This design comes from an exercise in tuning for small area, a short achievable clock period and few clock cycles per item on the open sky130 flow, not from production work. Function was checked by simulation only, so behaviour that the tests miss may differ from the original. Power is estimated from default activity; no workload was simulated.

==> design.v <==
module rs544_gf_inv (
    input  wire [4:0] a,
    output reg  [4:0] y
);
    always @(*) begin
        case (a)
            5'd0: y = 5'd0;
            5'd1: y = 5'd1;
            5'd2: y = 5'd18;
            5'd3: y = 5'd28;
            5'd4: y = 5'd9;
            5'd5: y = 5'd23;
            5'd6: y = 5'd14;
            5'd7: y = 5'd12;
            5'd8: y = 5'd22;
            5'd9: y = 5'd4;
            5'd10: y = 5'd25;
            5'd11: y = 5'd16;
            5'd12: y = 5'd7;
            5'd13: y = 5'd15;
            5'd14: y = 5'd6;
            5'd15: y = 5'd13;
            5'd16: y = 5'd11;
            5'd17: y = 5'd24;
            5'd18: y = 5'd2;
            5'd19: y = 5'd29;
            5'd20: y = 5'd30;
            5'd21: y = 5'd26;
            5'd22: y = 5'd8;
            5'd23: y = 5'd5;
            5'd24: y = 5'd17;
            5'd25: y = 5'd10;
            5'd26: y = 5'd21;
            5'd27: y = 5'd31;
            5'd28: y = 5'd3;
            5'd29: y = 5'd19;
            5'd30: y = 5'd20;
            5'd31: y = 5'd27;
            default: y = 5'd0;
        endcase
    end
endmodule
module rs544_decoder (
    input  wire       clk,
    input  wire       rst,
    input  wire       in_valid,
    input  wire [9:0] in_sym,
    output wire       in_ready,
    output wire       err_valid,
    output wire [9:0] err_pos,
    output wire [9:0] err_val,
    output wire       done,
    output wire       done_uncorr,
    output wire       done_marked,
    output wire [4:0] done_nerr
);
    function [9:0] gf_mul;
        input [9:0] a;
        input [9:0] b;
        reg   [19:0] p;
        integer i;
        begin
            p = 20'd0;
            for (i = 0; i < 10; i = i + 1)
                if (b[i]) p = p ^ ({10'd0, a} << i);
            for (i = 19; i >= 10; i = i - 1)
                if (p[i]) p = p ^ (20'h00409 << (i - 10));
            gf_mul = p[9:0];
        end
    endfunction
    function [4:0] gf5_mul;
        input [4:0] a;
        input [4:0] b;
        reg   [8:0] p;
        integer i;
        begin
            p = 9'd0;
            for (i = 0; i < 5; i = i + 1)
                if (b[i]) p = p ^ ({4'd0, a} << i);
            for (i = 8; i >= 5; i = i - 1)
                if (p[i]) p = p ^ (9'h025 << (i - 5));
            gf5_mul = p[4:0];
        end
    endfunction
    function [9:0] to_comp;
        input [9:0] x;
        begin
            to_comp[0] = ^(x & 10'h177);
            to_comp[1] = ^(x & 10'h188);
            to_comp[2] = ^(x & 10'h3e4);
            to_comp[3] = ^(x & 10'h2c0);
            to_comp[4] = ^(x & 10'h184);
            to_comp[5] = ^(x & 10'h0f0);
            to_comp[6] = ^(x & 10'h12a);
            to_comp[7] = ^(x & 10'h136);
            to_comp[8] = ^(x & 10'h070);
            to_comp[9] = ^(x & 10'h3bc);
        end
    endfunction
    function [9:0] from_comp;
        input [9:0] x;
        begin
            from_comp[0] = ^(x & 10'h06f);
            from_comp[1] = ^(x & 10'h05e);
            from_comp[2] = ^(x & 10'h22a);
            from_comp[3] = ^(x & 10'h238);
            from_comp[4] = ^(x & 10'h0d2);
            from_comp[5] = ^(x & 10'h13c);
            from_comp[6] = ^(x & 10'h0ee);
            from_comp[7] = ^(x & 10'h120);
            from_comp[8] = ^(x & 10'h31a);
            from_comp[9] = ^(x & 10'h1c6);
        end
    endfunction
    function [9:0] syn_step;
        input [4:0] idx;
        begin
            case (idx)
                5'd0: syn_step = 10'h001;
                5'd1: syn_step = 10'h002;
                5'd2: syn_step = 10'h004;
                5'd3: syn_step = 10'h008;
                5'd4: syn_step = 10'h010;
                5'd5: syn_step = 10'h020;
                5'd6: syn_step = 10'h040;
                5'd7: syn_step = 10'h080;
                5'd8: syn_step = 10'h100;
                5'd9: syn_step = 10'h200;
                5'd10: syn_step = 10'h009;
                5'd11: syn_step = 10'h012;
                5'd12: syn_step = 10'h024;
                5'd13: syn_step = 10'h048;
                5'd14: syn_step = 10'h090;
                5'd15: syn_step = 10'h120;
                5'd16: syn_step = 10'h240;
                5'd17: syn_step = 10'h089;
                5'd18: syn_step = 10'h112;
                5'd19: syn_step = 10'h224;
                5'd20: syn_step = 10'h041;
                5'd21: syn_step = 10'h082;
                5'd22: syn_step = 10'h104;
                5'd23: syn_step = 10'h208;
                5'd24: syn_step = 10'h019;
                5'd25: syn_step = 10'h032;
                5'd26: syn_step = 10'h064;
                5'd27: syn_step = 10'h0c8;
                5'd28: syn_step = 10'h190;
                5'd29: syn_step = 10'h320;
                default: syn_step = 10'h000;
            endcase
        end
    endfunction
    function [9:0] chien_step;
        input [4:0] idx;
        begin
            case (idx)
                5'd0: chien_step = 10'h001;
                5'd1: chien_step = 10'h002;
                5'd2: chien_step = 10'h004;
                5'd3: chien_step = 10'h008;
                5'd4: chien_step = 10'h010;
                5'd5: chien_step = 10'h020;
                5'd6: chien_step = 10'h040;
                5'd7: chien_step = 10'h080;
                5'd8: chien_step = 10'h100;
                5'd9: chien_step = 10'h200;
                5'd10: chien_step = 10'h009;
                5'd11: chien_step = 10'h012;
                5'd12: chien_step = 10'h024;
                5'd13: chien_step = 10'h048;
                5'd14: chien_step = 10'h090;
                5'd15: chien_step = 10'h120;
                default: chien_step = 10'h000;
            endcase
        end
    endfunction
    integer k;
    reg  [3:0] rdy;            
    reg  [3:0] v1;             
    reg  [9:0] d1;
    reg  [3:0] first1;         
    reg        last1;          
    reg  [9:0] icnt;
    reg  [3:0] s1_full;        
    localparam [1:0] S2_IDLE = 2'd0, S2_WAIT = 2'd1, S2_RUN = 2'd2, S2_DONE = 2'd3;
    reg  [1:0] s2st;
    reg  [3:0] s2_cap;         
    reg  [1:0] s2st_n;
    wire [3:0] s1_full_n = (v1 & {4{last1}}) | (s1_full & ~s2_cap);
    wire xfer = in_valid && rdy[1];
    assign in_ready = rdy[0];
    always @(posedge clk) begin
        d1     <= in_sym;
        last1  <= (icnt == 10'd543);
        if (rst) begin
            rdy     <= 4'hf;
            v1      <= 4'h0;
            first1  <= 4'hf;
            icnt    <= 10'd0;
            s1_full <= 4'h0;
        end else begin
            if (xfer) icnt <= (icnt == 10'd543) ? 10'd0 : icnt + 10'd1;
            for (k = 0; k < 4; k = k + 1) begin
                v1[k] <= in_valid && rdy[(k == 0) ? 1 : k];
                if (v1[k]) first1[k] <= last1;
                if (in_valid && rdy[k] && icnt == 10'd543 && s2st != S2_IDLE) rdy[k] <= 1'b0;
                else if (s2_cap[k]) rdy[k] <= 1'b1;
            end
            s1_full <= s1_full_n;
        end
    end
    reg  [9:0] syn [0:29];
    always @(posedge clk) begin
        for (k = 0; k < 30; k = k + 1)
            if (v1[k/8])
                syn[k] <= (first1[k/8] ? 10'd0 : gf_mul(syn[k], syn_step(k))) ^ d1;
    end
    reg  [3:0] ph;             
    reg  [5:0] pr;             
    reg  [4:0] rr;             
    reg  [9:0] sy  [0:29];
    reg  [19:0] lr [0:8];      
    reg  [19:0] br [0:8];      
    reg  [9:0] gam, dlt, acc, w, bprev, sa, sb;
    reg  [4:0] L;
    reg  [3:0] wk;
    reg        wv;
    reg        s0one;
    reg        s3_load;
    reg  [2:0] s3_ldc;         
    reg  [1:0] s3st;
    wire       bm     = (s2st == S2_RUN) && (pr < 6'd30);
    reg        first;          
    reg        c0, c8;         
    reg  [15:0] oh;            
    reg         par;           
    wire [9:0] lam_h0 = first ? {9'd0, c0} : lr[0][9:0];
    wire [9:0] lam_h1 = first ? 10'd0      : lr[0][19:10];
    wire [9:0] b_h0   = first ? {9'd0, c0} : br[0][9:0];
    wire [9:0] b_h1   = first ? 10'd0      : br[0][19:10];
    wire [9:0] bp     = c0 ? 10'd0 : bprev;
    wire       cond   = bm && (dlt != 10'd0) && ({L, 1'b0} <= pr);
    wire [9:0] lam_n0 = gf_mul(gam, lam_h0) ^ gf_mul(dlt, bp);
    wire [9:0] lam_n1 = gf_mul(gam, lam_h1) ^ gf_mul(dlt, b_h0);
    wire       wsel   = wv && (ph == {1'b0, wk[3:1]});
    wire       oclr   = (s2st == S2_RUN) && (pr == 6'd30);
    wire [9:0] b_n0   = bm ? (cond ? lam_h0 : bp)   : oclr ? 10'd0 : ((wsel && !wk[0]) ? w : b_h0);
    wire [9:0] b_n1   = bm ? (cond ? lam_h1 : b_h0) : oclr ? 10'd0 : ((wsel &&  wk[0]) ? w : b_h1);
    wire [4:0] l_fin  = cond ? 5'd30 - L : L;
    wire       s2_last = (s2st == S2_RUN) &&
                         ((pr == 6'd29 && (l_fin == 5'd0 || l_fin[4])) || (pr == {1'b0, L} + 6'd30));
    wire [9:0] p0     = gf_mul(lr[8][9:0], sa);
    wire [9:0] p1     = gf_mul(lr[8][19:10], sb);
    wire [9:0] res    = acc ^ p0 ^ p1;
    reg  [4:0] rr_n;
    always @(*) begin
        rr_n = rr;
        if (s2_cap[0]) rr_n = 5'd1;
        else if (s2st == S2_RUN && c8) rr_n = (pr == 6'd29) ? 5'd0 : rr + 5'd1;
    end
    reg  [9:0] sa_n, sb_n, xl, xh, yh;
    always @(*) begin
        xl = 10'd0;
        xh = 10'd0;
        yh = 10'd0;
        for (k = 0; k < 15; k = k + 1) begin
            xl = xl | (sy[2*k]   & {10{oh[k]}});
            xh = xh | (sy[2*k+1] & {10{oh[k]}});
            yh = yh | (sy[2*k+1] & {10{oh[k+1]}});
        end
        sa_n = par ? xh : xl;
        sb_n = par ? xl : yh;
    end
    always @(posedge clk) begin
        for (k = 0; k < 8; k = k + 1) begin
            lr[k] <= lr[k+1];
            br[k] <= br[k+1];
        end
        lr[8] <= c8 ? 20'd0 : {lam_n1, lam_n0};
        br[8] <= c8 ? 20'd0 : {b_n1, b_n0};
        bprev <= b_h1;
        sa    <= sa_n;
        sb    <= sb_n;
        acc   <= c0 ? 10'd0 : res;
        rr <= rr_n;
        oh  <= c8 ? (16'd1 << rr_n[4:1]) : {1'b0, oh[15:1]};
        par <= c8 ? rr_n[0] : par;
        for (k = 0; k < 30; k = k + 1)
            if (s2_cap[k/8]) sy[k] <= syn[k];
        if (s2_cap[0]) begin
            dlt   <= syn[0];
            s0one <= (syn[0] == 10'd1);
            gam   <= 10'd1;
            L     <= 5'd0;
            pr    <= 6'd0;
            wv    <= 1'b0;
        end else if (s2st == S2_RUN && c8) begin
            pr <= pr + 6'd1;
            if (pr < 6'd29) begin
                if (cond) begin
                    gam <= dlt;
                    L   <= pr[4:0] + 5'd1 - L;
                end
                dlt <= res;
            end else if (pr == 6'd29) begin
                if (cond) L <= 5'd30 - L;
                gam <= 10'd1;
                dlt <= 10'd0;
            end else begin
                w   <= res;
                wk  <= pr[3:0] - 4'd14;    
                wv  <= 1'b1;
            end
        end
    end
    always @(*) begin
        s2st_n = s2st;
        case (s2st)
            S2_IDLE: if (s2_cap[0]) s2st_n = c8 ? S2_RUN : S2_WAIT;
            S2_WAIT: if (c8) s2st_n = S2_RUN;
            S2_RUN:  if (c8 && s2_last) s2st_n = S2_DONE;
            S2_DONE: if (s3_load) s2st_n = S2_IDLE;
        endcase
    end
    always @(posedge clk) begin
        if (rst) begin
            ph    <= 4'd0;
            c0    <= 1'b1;
            c8    <= 1'b0;
            first <= 1'b0;
            s2st  <= S2_IDLE;
            s2_cap <= 4'h0;
            s3_load <= 1'b0;
            s3_ldc  <= 3'd0;
        end else begin
            ph <= c8 ? 4'd0 : ph + 4'd1;
            c0 <= c8;
            c8 <= (ph == 4'd7);
            if ((s2st == S2_IDLE && s2_cap[0] && c8) || (s2st == S2_WAIT && c8)) first <= 1'b1;
            else if (c8) first <= 1'b0;
            s3_load <= c8 && !s3_load && (s3st == S3_IDLE) &&
                       (s2st == S2_DONE || s2_last);
            for (k = 0; k < 3; k = k + 1)
                s3_ldc[k] <= c8 && !s3_ldc[k] && (s3st == S3_IDLE) &&
                             (s2st == S2_DONE || s2_last);
            s2st   <= s2st_n;
            s2_cap <= s1_full_n & {4{s2st_n == S2_IDLE}};
        end
    end
    localparam [1:0] S3_IDLE = 2'd0, S3_RUN = 2'd1, S3_DRAIN = 2'd2, S3_OUT = 2'd3;
    reg  [9:0] t [0:15];
    reg  [9:0] u [0:14];
    reg  [9:0] pcnt;           
    reg  [4:0] L3;
    reg        mk3;
    reg  [4:0] nf;
    reg        r1v;
    reg  [4:0] on;             
    reg        ocorr;
    reg  [3:0] oi;
    reg  [9:0] lam_sum, lam_odd, om_sum;
    always @(*) begin
        lam_sum = 10'd0;
        lam_odd = 10'd0;
        om_sum  = 10'd0;
        for (k = 0; k < 16; k = k + 1) begin
            lam_sum = lam_sum ^ t[k];
            if (k % 2 == 0) lam_odd = lam_odd ^ t[k];
        end
        for (k = 0; k < 15; k = k + 1)
            om_sum = om_sum ^ u[k];
    end
    reg        ev;             
    reg        r1last;
    wire       root   = (lam_sum == 10'd0);
    wire       skip   = mk3 || L3[4] || (L3 == 5'd0);
    wire [4:0] nf_inc = nf + {4'd0, r1v};
    wire       stop   = skip || (nf_inc == L3) || r1last;
    reg  [9:0] r1lo, r1om;
    reg        r2v;
    reg  [4:0] r2p1, r2p0, r2di;
    wire [9:0] ca = r1lo;
    wire [9:0] co = r1om;
    wire [4:0] a1 = ca[9:5], a0 = ca[4:0];
    wire [4:0] o1 = co[9:5], o0 = co[4:0];
    wire [4:0] dd = gf5_mul(a1, a1) ^ gf5_mul(a1, a0) ^ gf5_mul(a0, a0);
    wire [4:0] ddi;
    rs544_gf_inv u_inv (.a(dd), .y(ddi));
    wire [4:0] m1 = gf5_mul(o1, a1);
    wire [4:0] m0 = gf5_mul(o0, a0 ^ a1);
    wire [4:0] m2 = gf5_mul(o0 ^ o1, a0);
    wire [9:0] fval = from_comp({gf5_mul(r2p1, r2di), gf5_mul(r2p0, r2di)});
    reg  [9:0] e_pos [0:14];
    reg  [9:0] e_val [0:14];
    reg  [3:0] os;             
    reg        o_ev, o_done, o_unc, o_mk;
    reg  [4:0] o_nerr;
    always @(posedge clk) begin
        for (k = 0; k < 8; k = k + 1) begin
            t[15-2*k] <= s3_ldc[0] ? lr[k][9:0]   : gf_mul(t[15-2*k], chien_step(15-2*k));
            t[14-2*k] <= s3_ldc[1] ? lr[k][19:10] : gf_mul(t[14-2*k], chien_step(14-2*k));
        end
        for (k = 0; k < 7; k = k + 1) begin
            u[14-2*k] <= s3_ldc[2] ? br[k][9:0]   : gf_mul(u[14-2*k], chien_step(15-2*k));
            u[13-2*k] <= s3_load   ? br[k][19:10] : gf_mul(u[13-2*k], chien_step(14-2*k));
        end
        u[0] <= s3_load ? br[7][9:0] : gf_mul(u[0], chien_step(1));
        if (s3_load) begin
            pcnt  <= 10'd543;
            L3    <= L;
            mk3   <= s0one && (L == 5'd1) && (lr[0][9:0] == 10'd1) && (lr[0][19:10] == 10'h3df);
            nf    <= 5'd0;
        end else begin
            pcnt <= pcnt - 10'd1;
            if (s3st == S3_RUN) nf <= nf_inc;
        end
        r1lo  <= to_comp(lam_odd);
        r1om  <= to_comp(om_sum);
        r2p1  <= m2 ^ m0;
        r2p0  <= m0 ^ m1;
        r2di  <= ddi;
        if (r2v || os[0]) begin
            e_pos[0] <= pcnt + 10'd2;    
            e_val[0] <= fval;
        end
        for (k = 1; k < 15; k = k + 1)
            if (r2v || os[k/4]) begin
                e_pos[k] <= e_pos[k-1];
                e_val[k] <= e_val[k-1];
            end
    end
    always @(posedge clk) begin
        if (rst) begin
            s3st   <= S3_IDLE;
            r1v    <= 1'b0;
            r1last <= 1'b0;
            ev     <= 1'b0;
            r2v    <= 1'b0;
            os     <= 4'h0;
            o_ev   <= 1'b0;
            o_done <= 1'b0;
        end else begin
            r1v    <= ev && !skip && root;
            r1last <= ev && (pcnt == 10'd0);
            ev     <= s3_load || (ev && (s3st == S3_RUN) && !stop && (pcnt != 10'd0));
            r2v    <= r1v;
            for (k = 0; k < 4; k = k + 1)
                os[k] <= ((s3st == S3_DRAIN) && ocorr && (on != 5'd0)) || (os[k] && oi != 4'd13);
            o_ev   <= 1'b0;
            o_done <= 1'b0;
            case (s3st)
                S3_IDLE: if (s3_load) s3st <= S3_RUN;
                S3_RUN: if (stop) begin
                    on    <= skip ? 5'd0 : nf_inc;
                    ocorr <= !mk3 && !L3[4] && (skip || nf_inc == L3);
                    oi    <= 4'd0;
                    s3st  <= S3_DRAIN;
                end
                S3_DRAIN: begin
                    s3st <= S3_OUT;
                    if (ocorr && on != 5'd0) begin
                        o_ev <= (on == 5'd15);
                    end else begin
                        o_done <= 1'b1;
                        o_unc  <= !ocorr && !mk3;
                        o_mk   <= mk3;
                        o_nerr <= 5'd0;
                    end
                end
                S3_OUT: begin
                    if (ocorr && on != 5'd0 && oi != 4'd14) begin
                        oi   <= oi + 4'd1;
                        o_ev <= ({1'b0, oi} + 5'd1 >= 5'd15 - on);
                        if (oi == 4'd13) begin
                            o_done <= 1'b1;
                            o_unc  <= 1'b0;
                            o_mk   <= 1'b0;
                            o_nerr <= on;
                        end
                    end else begin
                        s3st <= S3_IDLE;
                    end
                end
            endcase
        end
    end
    assign err_valid   = o_ev;
    assign err_pos     = e_pos[14];
    assign err_val     = e_val[14];
    assign done        = o_done;
    assign done_uncorr = o_unc;
    assign done_marked = o_mk;
    assign done_nerr   = o_nerr;
endmodule
==> flow/run.sh <==
#!/bin/bash
# Standard layout, with plain buffers (not delay cells) on the ports.
set -euo pipefail
export BUFFER_PORTS_ARGS="-buffer_cell sky130_fd_sc_hd__buf_4"
bash standard.sh > standard_flow.log 2>&1
==> standard.sh <==
#!/bin/bash
# synth_recipe.tcl (not shown) runs the flow's synth.tcl, then flattens the netlist and writes it again
# the make line also repeats each setting of config.mk as NAME=value (left out here)
make -C /OpenROAD-flow-scripts/flow DESIGN_CONFIG=/design/flow/config.mk WORK_HOME=/design/flow/orfs CLKGATE_MAP_FILE= SYNTH_SCRIPT=/design/flow/synth_recipe.tcl "${@:-finish}"
==> config.mk <==
export PLATFORM = sky130hd
export DESIGN_NAME = rs544_decoder
export DESIGN_NICKNAME = rs544_decoder
export VERILOG_FILES = /design/flow/design.v
export SDC_FILE = /design/flow/constraint.sdc
export NUM_CORES = 4
export LEC_CHECK = 0
export CAP_MARGIN = 20
export CORE_MARGIN = 2
export CORE_UTILIZATION = 50
export CTS_BUF_LIST = sky130_fd_sc_hd__clkbuf_16
export CTS_CLUSTER_DIAMETER = 80
export CTS_CLUSTER_SIZE = 25
export PLACE_DENSITY = 0.65
export SLEW_MARGIN = 20
export SYNTH_MEMORY_MAX_BITS = 16384
==> constraint.sdc <==
create_clock -name core_clock -period 12.0 [get_ports {clk}]
set_input_delay 2.4000 -clock core_clock [delete_from_list [all_inputs] [get_ports {clk}]]
set_output_delay 2.4000 -clock core_clock [all_outputs]
set_load 0.01 [all_outputs]
==> reports/results.ini, run 1 <==
[run_status]
outcome=timing/DRC/antenna clean

[grt]
grt_use_total_pct=23.8
overflow=0
grt_max_degree=96
grt.met3_usage_pct=3.36
grt-busiest-layer=met2
antenna_found_initial=1
grt_pass1_wl_um=296000
grt_util_met1_pct=32.5
grt_pass1_vias=46199
grt_use_met2_pct=38.8

[clocking]
clk_path_buf_depth=3
clock_latency_ns=0.77
clk_pin_slew_ns=0.09
cts_root_buffer=clkbuf_16
post-cts-setup-buffer-count=0
cts.sinks=1816
cts_hold_buf=0
cts_tree=done
h-tree-depth=3
ctsResizeCount=0
cts_made_buffers=92

[final_layout]
post-route-util_pct=53.3
syn2layout_area_growth_pct=6.23
layout_common_cells=xnor2_1, nand2_1, edfxtp_1
nNetsFinal=6828
finalNonFillerCells=8989
finish.instance_area_mm2=0.0854
fill_cells=13665
drive_gt1_share_pct=6.30
diodes=0
layout_commonest_cell=xnor2_1

[worst_setup_path]
critPathKind=flop to output port
critPathBufInv=1
r2r_slack_ns=8.35
max_stage_delay_ns=0.39
worstSetupStartpointType=flop
crit_path_end_kind=output port
cp.arrival_ns=1.29
worstPathRequired_ns=9.60
crit_chain=buf_4
worst_r2r_endpoint=L[3]
path_delay_family=flip-flops
r2r_cells=8
crit_fanout=1
crit_path_start=o_mk
critPathSlowestCell=edfxtp_1
r2r-start=s2st[1]

[timing]
whs_ns=0.316
setup_tns_ns=0
fmax_mhz=271
period_needed_ns=3.69
setup_viol=0
skew_ns=0.0702
slew_viol_final=0
hold_viol=0
grt_setup_unrepaired=false
post-route-period-util_pct=30.7
worstMarginPinSlew_ns=1.06
setup_ws_ns=8.31
maxSlewHeadroom_pct=29.0

[placed_design]
placed_area_mm2=0.0825
placed_cells=8827
gp_congestion=0.916
dp_slack_ns=8.26
portBuffers=42
hpwl_um=135000

[pwr]
leakagePower_nw=28.8
p_total_mw=23.6
powerDensity_mw_per_mm2=277
ir_worst_vdd_uv=701

[flow_run]
max_cap_viol_count=0

[detailed_routing]
detail_route.iter0.violations=4800
wl_per_cell_um=21.9
drtAntennaViolNets=0
drc_errors=0
wl_um=197000
vias=48147
viasPerCell=5.36
drtPass1Iterations=6

[logic_synthesis]
synth_top_area_cell=edfxtp_1
ys_seq_area_share_pct=57.2
postSynthAreaPerCell_um2=11.6
ys.flop_type=edfxtp_1
ys_ff_latch=1816
async_reset_ff_share_pct=0
synth_edf_count=965
synth_area_leaders=edfxtp_1, dfxtp_1, xnor2_1
syn-num-nets=7002
synth.top_cell.area_share_pct=36.0
synth_cell_type_count=80
ys_warn_count=10
netlist_instances=6935
netlist_area_mm2=0.0804

[die]
die_w_um=405
die_area_mm2=0.164
initial_utilization_pct=50.2
fp.coreArea_mm2=0.160
ios=43
fp-row-count=147
die_h_um=405

[min_path]
worstHoldEndpoint=br[7][5]
hp-start=br[8][5]
worstHoldPathCells=0
hold_path_class=flop to flop

logic make-up after synthesis:
| logic type | share of synthesized area, % |
|---|---|
| AOI/OAI and AO/OA | 4.89 |
| xor gates and xnor gates | 23.0 |
| adders and majority gates | 0.849 |
| buffers and inverters | 2.29 |
| DFF | 57.2 |
| muxes | 2.22 |
| and+or+nand+nor | 9.54 |
flip-flops by register name, summed over array words and instances (netlist names), 16 cells and up:
register / count
lr: 180
e_pos: 150
e_val: 150
sy: 300
oh: 16
u: 150
br: 180
t: 160
syn: 300
synthesized netlist by cell type, types with 10 or more instances:
cell type / instances
a21oi_1: 83
a221oi_1: 12
a222oi_1: 10
a22o_1: 11
a22oi_1: 182
and3_1: 14
buf_1: 41
buf_2: 79
clkbuf_1: 252
dfxtp_1: 851
edfxtp_1: 965
ha_1: 53
inv_1: 68
mux2_2: 111
mux2i_1: 42
nand2_1: 987
nand2b_1: 91
nand3_1: 49
nand3b_1: 15
nand4_1: 65
nor2_1: 439
nor2b_1: 37
nor3_1: 28
nor3b_1: 17
o21ai_0: 217
o22a_1: 22
o22ai_1: 16
o31ai_1: 10
or2_2: 12
xnor2_1: 1378
xnor2_2: 20
xnor3_1: 29
xor2_1: 610
power by group:
| part | switching (mW) | total (mW) | internal (mW) |
|---|---|---|---|
| logic | 5.87 | 11.5 | 5.59 |
| clock network | 2.07 | 3.56 | 1.50 |
| registers | 0.961 | 8.62 | 7.66 |
| total | 8.90 | 23.6 | 14.7 |
worst max path at each step:
stage | cells past startpoint | slack [ns] | to
3_3_place_gp | 2 | 8.31 | on[0]
2_1_floorplan | 3 | 7.32 | s2_cap[0]
3_5_place_dp | 2 | 8.26 | on[0]
4_1_cts | 1 | 8.24 | done_marked
6_report | 1 | 8.31 | done_marked
5_1_grt | 8 | 8.01 | L[3]
layout make-up:
cell class	count	area (um^2)	area share (%)
Tap cell	2160	2700	3.16
Clock buffer	93	2330	2.72
Sequential cell	1816	46100	53.9
Inverter	71	267	0.312
Timing Repair Buffer	113	848	0.993
Multi-Input combinational cell	4667	32600	38.2
Clock inverter	69	606	0.709
routing by layer:
layer | vias to the layer above | wire length (um)
met2 | 1554 | 92900
met4 | 0 | 6770
met3 | 356 | 12200
li1 | 22652 | -
met5 | - | 0
met1 | 23585 | 85000
Testbench counts, summed over its fixed seeds: cycles 75,169, codewords 128.
==> run 2: changes to the inputs <==
--- a/design.v
+++ b/design.v
@@ -231,3 +231,5 @@
     reg  [1:0] s3st;
-    wire       bm     = (s2st == S2_RUN) && (pr < 6'd30);
+    reg        bm;             
+    reg        cond;           
+    reg        s2_last;        
     reg        first;          
@@ -241,3 +243,2 @@
     wire [9:0] bp     = c0 ? 10'd0 : bprev;
-    wire       cond   = bm && (dlt != 10'd0) && ({L, 1'b0} <= pr);
     wire [9:0] lam_n0 = gf_mul(gam, lam_h0) ^ gf_mul(dlt, bp);
@@ -249,4 +250,4 @@
     wire [4:0] l_fin  = cond ? 5'd30 - L : L;
-    wire       s2_last = (s2st == S2_RUN) &&
-                         ((pr == 6'd29 && (l_fin == 5'd0 || l_fin[4])) || (pr == {1'b0, L} + 6'd30));
+    wire [4:0] l_nxt  = cond ? pr[4:0] + 5'd1 - L : L;
+    wire       c_nxt  = (res != 10'd0) && ({l_nxt, 1'b0} <= pr + 6'd1);
     wire [9:0] p0     = gf_mul(lr[8][9:0], sa);
@@ -289,3 +290,6 @@
             if (s2_cap[k/8]) sy[k] <= syn[k];
+        s2_last <= (s2st == S2_RUN) &&
+                   ((pr == 6'd29 && (l_fin == 5'd0 || l_fin[4])) || (pr == {1'b0, L} + 6'd30));
         if (s2_cap[0]) begin
+            cond  <= (syn[0] != 10'd0);
             dlt   <= syn[0];
@@ -301,9 +305,11 @@
                     gam <= dlt;
-                    L   <= pr[4:0] + 5'd1 - L;
+                    L   <= l_nxt;
                 end
-                dlt <= res;
+                dlt  <= res;
+                cond <= c_nxt;
             end else if (pr == 6'd29) begin
-                if (cond) L <= 5'd30 - L;
-                gam <= 10'd1;
-                dlt <= 10'd0;
+                if (cond) L <= l_nxt;
+                gam  <= 10'd1;
+                dlt  <= 10'd0;
+                cond <= 1'b0;
             end else begin
@@ -330,2 +336,3 @@
             first <= 1'b0;
+            bm    <= 1'b0;
             s2st  <= S2_IDLE;
@@ -338,4 +345,9 @@
             c8 <= (ph == 4'd7);
-            if ((s2st == S2_IDLE && s2_cap[0] && c8) || (s2st == S2_WAIT && c8)) first <= 1'b1;
-            else if (c8) first <= 1'b0;
+            if ((s2st == S2_IDLE && s2_cap[0] && c8) || (s2st == S2_WAIT && c8)) begin
+                first <= 1'b1;
+                bm    <= 1'b1;
+            end else if (c8) begin
+                first <= 1'b0;
+                if (pr == 6'd29) bm <= 1'b0;
+            end
             s3_load <= c8 && !s3_load && (s3st == S3_IDLE) &&
--- a/config.mk
+++ b/config.mk
@@ -9,3 +9,3 @@
 export CORE_MARGIN = 2
-export CORE_UTILIZATION = 50
+export CORE_UTILIZATION = 60
 export CTS_BUF_LIST = sky130_fd_sc_hd__clkbuf_16
@@ -13,3 +13,3 @@
 export CTS_CLUSTER_SIZE = 25
-export PLACE_DENSITY = 0.65
+export PLACE_DENSITY = 0.7
 export SLEW_MARGIN = 20
==> reports/results.ini, run 2 <==
[worst_setup_path]
r2r_slack_ns=8.51  ; +0.16 ns
path_delay_family=flip-flops
crit_path_end_kind=output port
max_stage_delay_ns=0.37  ; -0.02 ns
worstPathRequired_ns=9.60  ; about the same
r2r_cells=15  ; +7
critPathSlowestCell=dfxtp_1
worst_r2r_endpoint=cond
cp.arrival_ns=1.36  ; +0.07 ns
critPathKind=flop to output port
worstSetupStartpointType=flop
r2r-start=pr[1]
crit_chain=buf_4
critPathBufInv=1  ; unchanged
crit_fanout=3  ; +2

[final_layout]
reg.largest.list=sy x300, syn x300
nNetsFinal=6854  ; +0.38%
syn2layout_area_growth_pct=5.73
fill_cells=10495  ; -23%
layout_commonest_cell=xnor2_1
drive_gt1_share_pct=6.12  ; -0.18 points
layout_common_cells=xnor2_1, nand2_1, edfxtp_1

[clocking]
cts_made_buffers=94  ; +2.2%
h-tree-depth=3  ; unchanged
post-cts-setup-buffer-count=0  ; unchanged
cts_root_buffer=clkbuf_16
cts.sinks=1819  ; +0.17%
clock_latency_ns=0.76  ; about the same
cts_tree=done
clk_path_buf_depth=3  ; unchanged
cts_hold_buf=0  ; unchanged
clk_pin_slew_ns=0.10  ; about the same
ctsResizeCount=0  ; unchanged

[flow_run]
max_cap_viol_count=0  ; unchanged

[logic_synthesis]
synth_cell_type_count=75  ; -6.3%
ys_warn_count=10  ; unchanged
postSynthAreaPerCell_um2=11.5  ; -0.71%
synth_area_leaders=edfxtp_1, dfxtp_1, xnor2_1
synth_mux_area_share_pct=2.15  ; -0.074 points
yosys.area_share.simple_pct=9.41  ; -0.13 points
synth_top_family_by_area=XOR/XNOR gates
ys.flop_type=edfxtp_1
async_reset_ff_share_pct=0  ; unchanged
synth_fa_ha_area_share_pct=0.836  ; -0.013 points
yosysMostFrequentCell=xnor2_1
netlist_area_mm2=0.0802  ; -0.30%
synth_common_cells=xnor2_1, nand2_1, edfxtp_1
netlist_instances=6963  ; +0.40%
synth_edf_count=966  ; +0.10%
syn-num-nets=7029  ; +0.39%
synth_top_area_cell=edfxtp_1
ys_seq_area_share_pct=57.5  ; +0.26 points
yosys.area_share.xor_xnor_pct=22.8  ; -0.18 points
ys_ff_latch=1819  ; +0.17%
synth.top_cell.area_share_pct=36.2  ; +0.15 points
synth_compound_area_share_pct=5.06  ; +0.17 points

[timing]
fmax_mhz=266  ; -2.0%
slew_viol_final=0  ; unchanged
grt_setup_unrepaired=false
setup_ws_ns=8.24  ; -0.0744 ns
setup_tns_ns=0  ; unchanged
whs_ns=0.324  ; +0.00751 ns
post-route-period-util_pct=31.4  ; +0.62 points
setup_viol=0  ; unchanged
hold_viol=0  ; unchanged
skew_ns=0.0478  ; -0.0224 ns
worstMarginPinSlew_ns=1.09  ; +0.0282 ns
maxSlewHeadroom_pct=27.1  ; -1.9 points
period_needed_ns=3.76  ; +0.0744 ns

[die]
fp.coreArea_mm2=0.133  ; -17%
die_area_mm2=0.137  ; -17%
ios=43  ; unchanged
initial_utilization_pct=60.2  ; +10 points
die_h_um=370  ; -8.8%
fp-row-count=134  ; -8.8%
die_w_um=370  ; -8.8%

[detailed_routing]
wl_um=199000  ; +1.1%
viasPerCell=5.63  ; +5.1%
drc_errors=0  ; unchanged
vias=48598  ; +0.94%
drtPass1Iterations=7  ; +1
wl_per_cell_um=23.0  ; +5.2%
detail_route.iter0.violations=5171  ; +7.7%
drtAntennaViolNets=0  ; unchanged

[min_path]
hp-start=br[7][13]
worstHoldPathCells=0  ; unchanged
worstHoldEndpoint=br[6][13]
hold_path_class=flop to flop

[pwr]
p_total_mw=24.5  ; +3.7%
powerDensity_mw_per_mm2=289  ; +4.5%
leakagePower_nw=28.8  ; -0.14%
ir_worst_vdd_uv=713  ; +1.8%

[run_status]
outcome=timing/DRC/antenna clean

[grt]
grt_max_degree=113  ; +18%
grt_pass1_vias=46938  ; +1.6%
overflow=0  ; unchanged
antenna_found_initial=7  ; +6
grt_pass1_wl_um=300000  ; +1.2%
grt_use_total_pct=29.0  ; +5.3 points

[placed_design]
hpwl_um=136000  ; +0.80%
portBuffers=42  ; unchanged
dp_slack_ns=7.81  ; -0.455 ns
gp_congestion=0.930  ; +1.4%

[run 2: changes by cell type in the layout (fill, tap and decap cells not counted), moves of 15 or more]
cell,before,now
o21ai_0,217,232
xor2_1,610,628
nor2_1,438,458
nand2_1,987,1006
o22ai_1,16,0
xnor2_1,1377,1424
xnor3_1,29,4
[run 2: metrics by stage]
| step | cells | area (um^2) | util, % |
|---|---|---|---|
| 4_1_cts | 8630 | 84800 | 63.7 |
| 5_1_grt | 8630 | 84800 | 63.7 |
| 6_report | 8632 | 84800 | 63.7 |
| 3_5_place_dp | 8460 | 81700 | 61.4 |
| 3_3_place_gp | 8459 | 81700 | 61.4 |
| 2_1_floorplan | 6963 | 80200 | - |
[run 2: how the worst max path moves through the flow]
stage	end	cells past startpoint	slack [ns]	from
3_3_place_gp	oi[0]	2	8.00	rst
5_1_grt	in_ready	1	8.19	rdy[0]
6_report	in_ready	1	8.24	rdy[0]
3_5_place_dp	oi[0]	2	7.81	rst
2_1_floorplan	s2_cap[0]	3	7.32	v1[0]
4_1_cts	in_ready	1	8.21	rdy[0]
[run 2: kinds of logic after synthesis]
| logic type | Yosys count |
|---|---|
| flops | 1819 |
| buf+inv | 440 |
| simple gates | 1794 |
| mux | 153 |
| xor+xnor | 2070 |
| fa+ha+maj | 53 |
| compound gates | 634 |
[run 2: cell type report]
cell class	instances	area, um^2	area share (%)
Tap cell	1768	2210	2.61
Inverter	59	221	0.261
Multi-Input combinational cell	4704	32300	38.1
Antenna cell	2	5.00	0.00590
Timing Repair Buffer	110	830	0.979
Clock buffer	99	2480	2.92
Clock inverter	71	576	0.679
Sequential cell	1819	46100	54.4
[run 2: per-layer routing]
layer,track usage (%),wire length [um],share of wire [%],vias up
met3,4.06,13100,6.6,388
met2,47.0,93000,47,1728
met1,39.8,84700,43,23759
met5,0,43,0.022,-
met4,11.0,8060,4.1,6
li1,-,-,-,22717
[run 2: where the power goes]
group / total, mW / switching (mW) / internal [mW]
Clock: 3.66 / 2.07 / 1.60
Sequential: 8.96 / 1.12 / 7.85
Combinational: 11.9 / 6.12 / 5.76
Testbench counts of run 2, summed over its fixed seeds: cycles 75,169, codewords 128.
==> run 3: changes to the inputs <==
--- a/config.mk
+++ b/config.mk
@@ -9,3 +9,3 @@
 export CORE_MARGIN = 2
-export CORE_UTILIZATION = 60
+export CORE_UTILIZATION = 50
 export CTS_BUF_LIST = sky130_fd_sc_hd__clkbuf_16
@@ -13,3 +13,3 @@
 export CTS_CLUSTER_SIZE = 25
-export PLACE_DENSITY = 0.7
+export PLACE_DENSITY = 0.65
 export SLEW_MARGIN = 20
==> reports/results.ini, run 3 <==
[run_status]
outcome=timing/DRC/antenna clean

[min_path]
worstHoldEndpoint=br[7][3]
hp-start=br[8][3]
worstHoldPathCells=0  ; unchanged
hold_path_class=flop to flop

[worst_setup_path]
r2r_slack_ns=8.49  ; -0.02 ns
path_delay_family=flip-flops
crit_path_end_kind=output port
critPathSlowestCell=edfxtp_1
max_stage_delay_ns=0.39  ; +0.02 ns
crit_fanout=1  ; -2
critPathKind=flop to output port
worstSetupStartpointType=flop
worst_r2r_endpoint=cond
cp.arrival_ns=1.31  ; -0.05 ns
worstPathRequired_ns=9.60  ; about the same
critPathBufInv=1  ; unchanged
crit_chain=buf_4
r2r-start=pr[1]
r2r_cells=14  ; -1

[detailed_routing]
drtPass1Iterations=6  ; -1
detail_route.iter0.violations=4580  ; -11%
drtAntennaViolNets=0  ; unchanged
wl_per_cell_um=22.1  ; -4.1%
vias=48344  ; -0.52%
drc_errors=0  ; unchanged
wl_um=198000  ; -0.56%
viasPerCell=5.40  ; -4.1%

[die]
fp-row-count=146  ; +9.0%
die_h_um=404  ; +9.4%
die_w_um=404  ; +9.4%
initial_utilization_pct=50.5  ; -9.7 points
fp.coreArea_mm2=0.159  ; +19%
die_area_mm2=0.164  ; +20%
ios=43  ; unchanged

[logic_synthesis]
ys.flop_type=edfxtp_1
synth_edf_count=966  ; unchanged
netlist_instances=6963  ; unchanged
synth_cell_type_count=75  ; unchanged
postSynthAreaPerCell_um2=11.5  ; unchanged
async_reset_ff_share_pct=0  ; unchanged
synth_top_area_cell=edfxtp_1
synth.top_cell.area_share_pct=36.2  ; unchanged
yosysMostFrequentCell=xnor2_1
ys_ff_latch=1819  ; unchanged
synth_common_cells=xnor2_1, nand2_1, edfxtp_1
netlist_area_mm2=0.0802  ; unchanged
syn-num-nets=7029  ; unchanged
ys_warn_count=10  ; unchanged
synth_area_leaders=edfxtp_1, dfxtp_1, xnor2_1
ys_seq_area_share_pct=57.5  ; unchanged

[timing]
whs_ns=0.302  ; -0.0217 ns
period_needed_ns=3.71  ; -0.0560 ns
fmax_mhz=270  ; +1.5%
post-route-period-util_pct=30.9  ; -0.47 points
setup_viol=0  ; unchanged
slew_viol_final=0  ; unchanged
maxSlewHeadroom_pct=21.6  ; -5.5 points
setup_tns_ns=0  ; unchanged
hold_viol=0  ; unchanged
worstMarginPinSlew_ns=1.17  ; +0.0743 ns
setup_ws_ns=8.29  ; +0.0560 ns
grt_setup_unrepaired=false
skew_ns=0.0704  ; +0.0225 ns

[grt]
grt_pass1_vias=46757  ; -0.39%
grt_max_degree=117  ; +3.5%
antenna_found_initial=3  ; -4
grt_pass1_wl_um=297000  ; -0.86%
overflow=0  ; unchanged
grt_use_total_pct=23.9  ; -5.1 points

[clocking]
post-cts-setup-buffer-count=0  ; unchanged
clock_latency_ns=0.79  ; +0.03 ns
cts_root_buffer=clkbuf_16
cts_made_buffers=96  ; +2.1%
cts_hold_buf=0  ; unchanged
clk_pin_slew_ns=0.10  ; about the same
h-tree-depth=3  ; unchanged
cts.sinks=1819  ; unchanged
clk_path_buf_depth=3  ; unchanged
ctsResizeCount=0  ; unchanged
cts_tree=done

[flow_run]
max_cap_viol_count=0  ; unchanged

[placed_design]
placed_area_mm2=0.0822  ; +0.55%
portBuffers=42  ; unchanged
gp_congestion=0.909  ; -2.2%
hpwl_um=135000  ; -0.79%
placed_cells=8773  ; +3.7%
dp_slack_ns=7.85  ; +0.0450 ns

[final_layout]
reg.largest.list=sy x300, syn x300
layout_commonest_cell=xnor2_1
nNetsFinal=6865  ; +0.16%
finalNonFillerCells=8950  ; +3.7%
drive_gt1_share_pct=6.38  ; +0.26 points
multiInputGateArea_mm2=0.0323  ; about the same
seq_area_mm2=0.0462  ; about the same
layout_common_cells=xnor2_1, nand2_1, edfxtp_1
fill_cells=13608  ; +30%
post-route-util_pct=53.8  ; -9.9 points
finish.instance_area_mm2=0.0854  ; +0.69%
syn2layout_area_growth_pct=6.46

[pwr]
leakagePower_nw=28.8  ; +0.29%
comb_power_share_pct=48.5  ; about the same
ir_worst_vdd_uv=636  ; -11%
switching_power_mw=9.40  ; +1.0%
p_total_mw=24.6  ; +0.58%
powerDensity_mw_per_mm2=289  ; -0.11%
seqPwrFrac_pct=36.3  ; -0.3 points
switching_share_pct=38.1  ; +0.16 points
internal-power_mw=15.3  ; +0.33%
p_clk_share_pct=15.2  ; +0.2 points

-- run 3: worst max-delay path by stage --
stage / start / end / slack [ns] / cells past startpoint
2_1_floorplan: v1[0] / s2_cap[0] / 7.32 / 3
3_3_place_gp: rst / oi[1] / 7.99 / 2
3_5_place_dp: rst / oi[0] / 7.85 / 2
4_1_cts: o_mk / done_marked / 8.23 / 1
5_1_grt: o_mk / done_marked / 8.23 / 1
6_report: o_mk / done_marked / 8.29 / 1
-- run 3: cell families (layout without fill, tap and decap cells) --
family | after synthesis | in the layout | synth area share (%)
other | 0 | 1 | 0
adder cells (fa/ha/maj) | 53 | 53 | 0.836
XOR/XNOR | 2070 | 2070 | 22.8
AND/OR/NAND/NOR | 1794 | 1794 | 9.41
buffers and inverters | 440 | 354 | 2.25
AO/OA/AOI/OAI | 634 | 634 | 5.06
multiplexers | 153 | 153 | 2.15
flip-flops | 1819 | 1819 | 57.5
-- run 3: final cells by class --
class,count,share of cell area [%]
Clock inverter,79,0.903
Multi-Input combinational cell,4704,37.8
Tap cell,2072,3.04
Timing Repair Buffer,119,1.05
Clock buffer,97,2.84
Inverter,59,0.259
Sequential cell,1819,54.1
Antenna cell,1,0.00293
-- run 3: routing by layer --
layer	global-route usage (%)	wire length [um]	vias to the layer above	share of wire [%]
li1	-	-	22735	-
met1	33.4	86500	23629	44
met2	38.5	91700	1626	46
met3	2.98	12400	354	6.2
met4	8.36	7210	0	3.6
met5	0	0	-	0
-- run 3: power by group through the flow --
stage | Sequential (mW) | Clock [mW] | Combinational [mW]
6_report | 8.94 | 3.76 | 12.0
2_1_floorplan | 8.60 | 0 | 9.70
3_3_place_gp | 9.06 | 0 | 11.8
5_1_grt | 9.06 | 4.05 | 13.1
4_1_cts | 8.94 | 3.84 | 12.1
3_5_place_dp | 9.08 | 0 | 12.0

[what the ideal ports hide]
How much do the figures lean on ideal ports? The routed layouts below were timed once more, with nothing changed but the port constraints. Step 1 sets driving cells, clkbuf_16 on the clock port and buf_2 on the other inputs (assumed; they add their load-dependent delay and slew). Step 2 adds t to the input delays and takes it off the output delays; t is the mean of the earliest and latest rising clock arrival at the registers after step 1. Input paths then give back, and output paths get back, about the clock's delay inside the block. Slacks: ideal / step 1 / step 2; pairs: ideal / step 1.
| run | shift t [ns] | setup slack, ns | worst hold slack (ns) | worst data-port slew with drivers (ns) |
|---|---|---|---|---|
| run 1 | 0.817 | 8.312 / 8.229 / 8.306 | 0.316 / 0.316 / 0.316 | 0.04 |
| run 2 | 0.821 | 8.237 / 8.153 / 8.043 | 0.324 / 0.324 / 0.324 | 0.17 |
| run 3 | 0.827 | 8.293 / 8.216 / 8.112 | 0.302 / 0.302 / 0.302 | 0.05 |
After both steps setup and hold are still met in every run listed. For run 2, which loses most, drivers alone change the setup slack by -0.084 ns; drivers and shift together by -0.194 ns.
